Context: an optimization exercise on an open-source flow, tuned for small area. The choices shown serve that exercise and are no tape-out recipe.
In this exercise RTL edits were held to simulation tests only and were not proved equivalent to the original.
Power is estimated from default activity; no workload was simulated.

Design treadle_law, start of the top module:
module treadle_law (
    input  wire               clk,
    input  wire               rst,       
    input  wire               sample,    
    input  wire               first,     
    input  wire               bias,      
    input  wire signed [31:0] r,
    input  wire signed [31:0] y,
    input  wire signed [23:0] kp,
    input  wire signed [23:0] ki,
    input  wire signed [23:0] kd,
    input  wire signed [23:0] kf,
    input  wire        [4:0]  shift,
    input  wire        [15:0] u0,
    input  wire        [15:0] umin,
    input  wire        [15:0] umax,
    output reg         [15:0] u,
    output reg                upd,       
    output reg                sat,
    output reg                hold
);
    localparam HW = 51;           
    reg        [47:0] integ;      
    reg        [31:0] y_q;        
    reg        [31:0] yp_q;       
    reg               dyz;        
    reg        [31:0] r_q;
    reg        [31:0] x_q;        
    reg        [71:0] chain;      
    reg        [23:0] ki_q;       
    reg      [HW-1:0] h;          
    reg               ovf;        
    reg               ovf_s;      
    reg        [17:0] u0_q;       
    reg               u0_hi;      
    reg        [15:0] umin_q, umax_q;
    reg        [3:0]  skip;       
    reg               sh0;        
    reg        [3:0]  ncol;       
    reg               bias_q;
    reg               started;
    reg               busy;
    reg        [6:0]  cnt;
    reg        [1:0]  ph;         
    reg               cy;         
  ...
==> flow/config.mk <==
export PLATFORM = sky130hd
export DESIGN_NAME = treadle_law
export DESIGN_NICKNAME = treadle_law
export VERILOG_FILES = /design/flow/design.v
export SDC_FILE = /design/flow/constraint.sdc
export NUM_CORES = 4
export LEC_CHECK = 0
export CAP_MARGIN = 20
export CORE_MARGIN = 2
export CORE_UTILIZATION = 60
export PLACE_DENSITY = 0.7
export SLEW_MARGIN = 20
==> flow/constraint.sdc <==
create_clock -name core_clock -period 10.0 [get_ports {clk}]
set_input_delay 2.0000 -clock core_clock [delete_from_list [all_inputs] [get_ports {clk}]]
set_output_delay 2.0000 -clock core_clock [all_outputs]
set_load 0.01 [all_outputs]
standard.sh (not shown) runs the stock make flow with config.mk's settings and CLKGATE_MAP_FILE= SYNTH_SCRIPT=/design/flow/synth_recipe.tcl, a recipe that flattens the netlist after the stock synthesis.
==> flow/flow/run.sh <==
#!/bin/bash
# Standard layout, with buf_1 cells as the port buffers.
set -euo pipefail
bash standard.sh 'BUFFER_PORTS_ARGS=-buffer_cell sky130_fd_sc_hd__buf_1' finish > standard_make.log 2>&1
The first run went through all stages and came out clean.
==> next run, changes <==
==> flow/run.sh (new file) <==
#!/bin/bash
# synth_recipe.tcl (not shown) runs the flow's synth.tcl, then flattens the netlist and writes it again
# the make line also repeats each setting of config.mk as NAME=value (left out here)
make -C /OpenROAD-flow-scripts/flow DESIGN_CONFIG=/design/flow/config.mk WORK_HOME=/design/flow/orfs CLKGATE_MAP_FILE= SYNTH_SCRIPT=/design/flow/synth_recipe.tcl finish
- CTS_BUF_LIST: not set -> sky130_fd_sc_hd__clkbuf_2 sky130_fd_sc_hd__clkbuf_4
- CTS_CLUSTER_SIZE: not set -> 20
removed: flow/flow/run.sh
removed: flow/standard.sh
After rerunning:
- routed wire length came out higher by about 2.7%
- via count is higher by about 3%
- register-to-register slack gains 0.25 ns
- die area does not change
- power barely changes

========
== run 1 ==
Another version of the RTL of treadle_law (not shown whole).
Size: about 240 I/O pins, roughly 21000 um^2 of cells after synthesis.
==> flow/config.mk <==
export PLATFORM = sky130hd
export DESIGN_NAME = treadle_law
export DESIGN_NICKNAME = treadle_law
export VERILOG_FILES = /design/flow/design.v
export SDC_FILE = /design/flow/constraint.sdc
export NUM_CORES = 4
export LEC_CHECK = 0
export CAP_MARGIN = 10
export CORE_MARGIN = 2
export CORE_UTILIZATION = 85
export CTS_BUF_LIST = sky130_fd_sc_hd__clkbuf_16
export CTS_CLUSTER_DIAMETER = 80
export CTS_CLUSTER_SIZE = 24
export PLACE_DENSITY = 0.92
export SLEW_MARGIN = 10
==> flow/constraint.sdc <==
create_clock -name core_clock -period 10.0 [get_ports {clk}]
set_input_delay 2.0000 -clock core_clock [delete_from_list [all_inputs] [get_ports {clk}]]
set_output_delay 2.0000 -clock core_clock [all_outputs]
set_load 0.01 [all_outputs]
==> flow/flow/run.sh <==
#!/bin/bash
# Standard layout, with buf_1 cells as the port buffers.
set -euo pipefail
bash standard.sh 'BUFFER_PORTS_ARGS=-buffer_cell sky130_fd_sc_hd__buf_1' finish > standard_make.log 2>&1
Run 1 went all the way through the flow, and no timing, DRC or antenna check failed.
> inputs changed (run 1 -> run 2)
Settings: a change of CAP_MARGIN from 10 to 20; a change of CORE_UTILIZATION from 85 to 80; a change of PLACE_DENSITY from 0.92 to 0.9; a change of SLEW_MARGIN from 10 to 20; a change of CTS_BUF_LIST from sky130_fd_sc_hd__clkbuf_16 to sky130_fd_sc_hd__clkbuf_8; a change of CTS_CLUSTER_DIAMETER from 80 to 70; a change of CTS_CLUSTER_SIZE from 24 to 14.
==> notes.md <==
The reported leakage power in run 2 was higher than what run 1 gave. Comparing run 1 and run 2, the higher maximum level of the CTS H-tree was measured on run 2. [run 2] power fell about 4% relative to run 1. Looking at run 1 and run 2, the final area is a wash. Run 2 finished every step from synthesis to the final layout, and the layout passed the timing, DRC and antenna checks.
Modified inputs, run 3 compared to run 2
Settings: swapping 70 for 80 in CTS_CLUSTER_DIAMETER; swapping sky130_fd_sc_hd__clkbuf_8 for sky130_fd_sc_hd__clkbuf_16 in CTS_BUF_LIST; swapping 14 for 24 in CTS_CLUSTER_SIZE; putting ABC_AREA at 1 where nothing was set.
Run 3 ran to completion and came out clean on the timing, DRC and antenna checks. Changes observed in run 3 relative to run 2: gate count after technology mapping went up; data-path buffer share of cell area in the final layout did not really move; clock skew went down; sequential share of cell area went down.
[inputs] run 4 vs run 3
Settings: ABC_AREA: 1 -> unset.
### Flow results
- Run 4 ran to completion and came out clean on the timing, DRC and antenna checks.
- Run 4 vs. run 3: count of placed standard cells in the final layout, fillers left out went down by 14%.
- Relative contribution of the clock network to total power was higher in run 4 than in run 3.
- Run 3 fits on a die that is larger than the die of run 4.
- Comparing run 4 and run 3, buffer and inverter count on the worst path is lower on run 4.
- Run 4: post-route cell area is 100 um^2 lower than what run 3 reported.
diff inputs: run 4 => run 5
Settings: changing CTS_CLUSTER_SIZE from 24 to 30; changing CTS_CLUSTER_DIAMETER from 80 to 60.
==> flow/flow/run.sh <==
#!/bin/bash
# Standard layout, with buf_1 cells as the port buffers and a clock tree
# without dummy loads.
set -euo pipefail
bash standard.sh \
  'BUFFER_PORTS_ARGS=-buffer_cell sky130_fd_sc_hd__buf_1' \
  'CTS_ARGS=-sink_clustering_enable -repair_clock_nets -sink_clustering_size 30 -sink_clustering_max_diameter 60 -buf_list sky130_fd_sc_hd__clkbuf_16 -dont_use_dummy_load' \
  finish > standard_make.log 2>&1
--- outcome ---
Run 5 went all the way through synthesis, placement and routing and the layout is clean on timing, DRC and antenna. Sort run 4 and run 5 by via count of the first global-routing pass, ascending, and run 4 comes first. Between run 4 and run 5, the flow reports cell area increasing slightly. The fmax was comparable across run 4 and run 5. NOTE: slack of the critical path in run 5 falls short of that of run 4. Comparing run 4 and run 5, global routing met2 resource utilization is lower on run 4. Average wire per cell in the routed design, run 4 and run 5: smaller value in run 4.

========
Setup of run A:
Another version of the RTL of treadle_law (not shown whole).
For scale: roughly 2000 cells after synthesis, roughly 430 flip-flops, roughly 240 I/O pins, ~0.021 mm² of cells after synthesis.
## treadle_law
module treadle_law (
    input  wire               clk,
    input  wire               rst,       
    input  wire               sample,    
    input  wire               first,     
    input  wire               bias,      
    input  wire signed [31:0] r,
    input  wire signed [31:0] y,
    input  wire signed [23:0] kp,
    input  wire signed [23:0] ki,
    input  wire signed [23:0] kd,
    input  wire signed [23:0] kf,
    input  wire        [4:0]  shift,
    input  wire        [15:0] u0,
    input  wire        [15:0] umin,
    input  wire        [15:0] umax,
    output reg         [15:0] u,
    output reg                upd,       
    output reg                sat,
    output reg                hold
);
    localparam HW = 51;           
    reg        [47:0] integ;      
    reg        [31:0] y_q;        
    reg        [31:0] yp_q;       
    reg        [31:0] r_q;
    reg        [31:0] x_q;        
    reg        [71:0] chain;      
    reg        [23:0] ki_q;       
    reg      [HW-1:0] h;          
    reg               ovf;        
    reg               ovf_s;      
    reg        [15:0] u0_q;       
    reg        [15:0] umin_q, umax_q;
    reg        [4:0]  skip;       
    reg               dly;        
    reg               iz;         
    reg               sh0;        
    reg        [3:0]  ncol;       
    reg               bias_q;
    reg               started;
    reg               busy;
    reg        [6:0]  cnt;
    reg        [1:0]  ph;         
  ...
clock: 10.0 ns
lec_check: 0
cap_margin: 20
core_margin: 2
core_utilization: 82
cts_buf_list: sky130_fd_sc_hd__clkbuf_8
cts_cluster_diameter: 70
cts_cluster_size: 14
place_density: 0.92
slew_margin: 20
==> flow/flow/run.sh <==
#!/bin/bash
# Standard layout, with buf_1 cells as the port buffers.
set -euo pipefail
bash standard.sh 'BUFFER_PORTS_ARGS=-buffer_cell sky130_fd_sc_hd__buf_1' finish > standard_make.log 2>&1
Run A did not stop at any stage, and its layout met the timing, DRC and antenna checks.
Inputs modified between run A and run B:
- CORE_UTILIZATION: 82 -> 80
- PLACE_DENSITY: 0.92 -> 0.9
--- outcome ---
Run B completed every stage of the flow, and the final layout passed the timing, DRC and antenna checks. Maximum operating frequency in run B is about 0.75% above run A. Cell area across run A and run B: no real change. As far as post-synthesis instance area goes, run B and run A are indistinguishable; the numbers are identical. Wire length of the first global-routing pass (run A / run B): 1.06. Between run A and run B, the detailed-route wire length is lower for run B. Looking at run A and run B, the number of H-tree levels is a wash. Compared with run A, run B shows a lower total number of vias. Run A → run B: worst max-slew margin expressed relative to the limit saw a decrease; number of nets with antenna violations after detailed routing ~0 delta.
> inputs changed (run B -> run C)
- CTS_CLUSTER_DIAMETER: 70 -> 80
- CTS_CLUSTER_SIZE: 14 -> 24
- CTS_BUF_LIST: sky130_fd_sc_hd__clkbuf_8 -> sky130_fd_sc_hd__clkbuf_16
## What came out
Comparing run C with run B, the core utilization came out essentially unchanged. Higher wire length was reported by run B, not run C. Going from run B to run C, switching power share of the total shrinks by 0.75 points. On run C: clock insertion delay at the later pin of the skew report is 30 ps lower than what run B gave. Looking at share of total power in sequential cells, run C sits 0.3 points lower than run B does. For wire length per cell, run C and run B come out practically identical.

[separate check: timing with driven ports]
The flow's constraints put no driver on any port. The routed layouts listed below were extracted and timed again, unchanged, in two steps.
Step 1, drivers: a clkbuf_16 drives clk and a buf_2 each remaining input, both assumed.
Step 2, shift: input delay + t, output delay - t, t = (earliest + latest rising clock arrival at the registers) / 2. This alone moves slack from input paths to output paths.
a / b / c = no drivers / after step 1 / after step 2; a / b = the first two.
run	t (ns)	slack for setup (ns)	worst setup path at the end	clock arrival spread, ns	cell pins on the clock port's net
the first run of note 1	0.625	0.549 / 0.549 / 0.549	register to register	0.023 / 0.023	1
the second run of note 1	0.869	0.797 / 0.797 / 0.797	register to register	0.045 / 0.045	1
run 1	0.603	0.236 / 0.236 / 0.236	register to register	0.022 / 0.022	1
run 2	0.595	0.369 / 0.369 / 0.369	register to register	0.030 / 0.030	1
run 3	0.583	0.521 / 0.521 / 0.521	register to register	0.026 / 0.027	1
run 4	0.585	0.324 / 0.324 / 0.324	register to register	0.014 / 0.013	1
run 5	0.603	0.313 / 0.313 / 0.313	register to register	0.069 / 0.069	1
run A	0.612	0.636 / 0.636 / 0.636	register to register	0.031 / 0.030	1
run B	0.621	0.706 / 0.706 / 0.706	register to register	0.028 / 0.029	1
run C	0.597	0.720 / 0.720 / 0.720	register to register	0.025 / 0.025	1
After both steps every run listed still meets setup and hold.
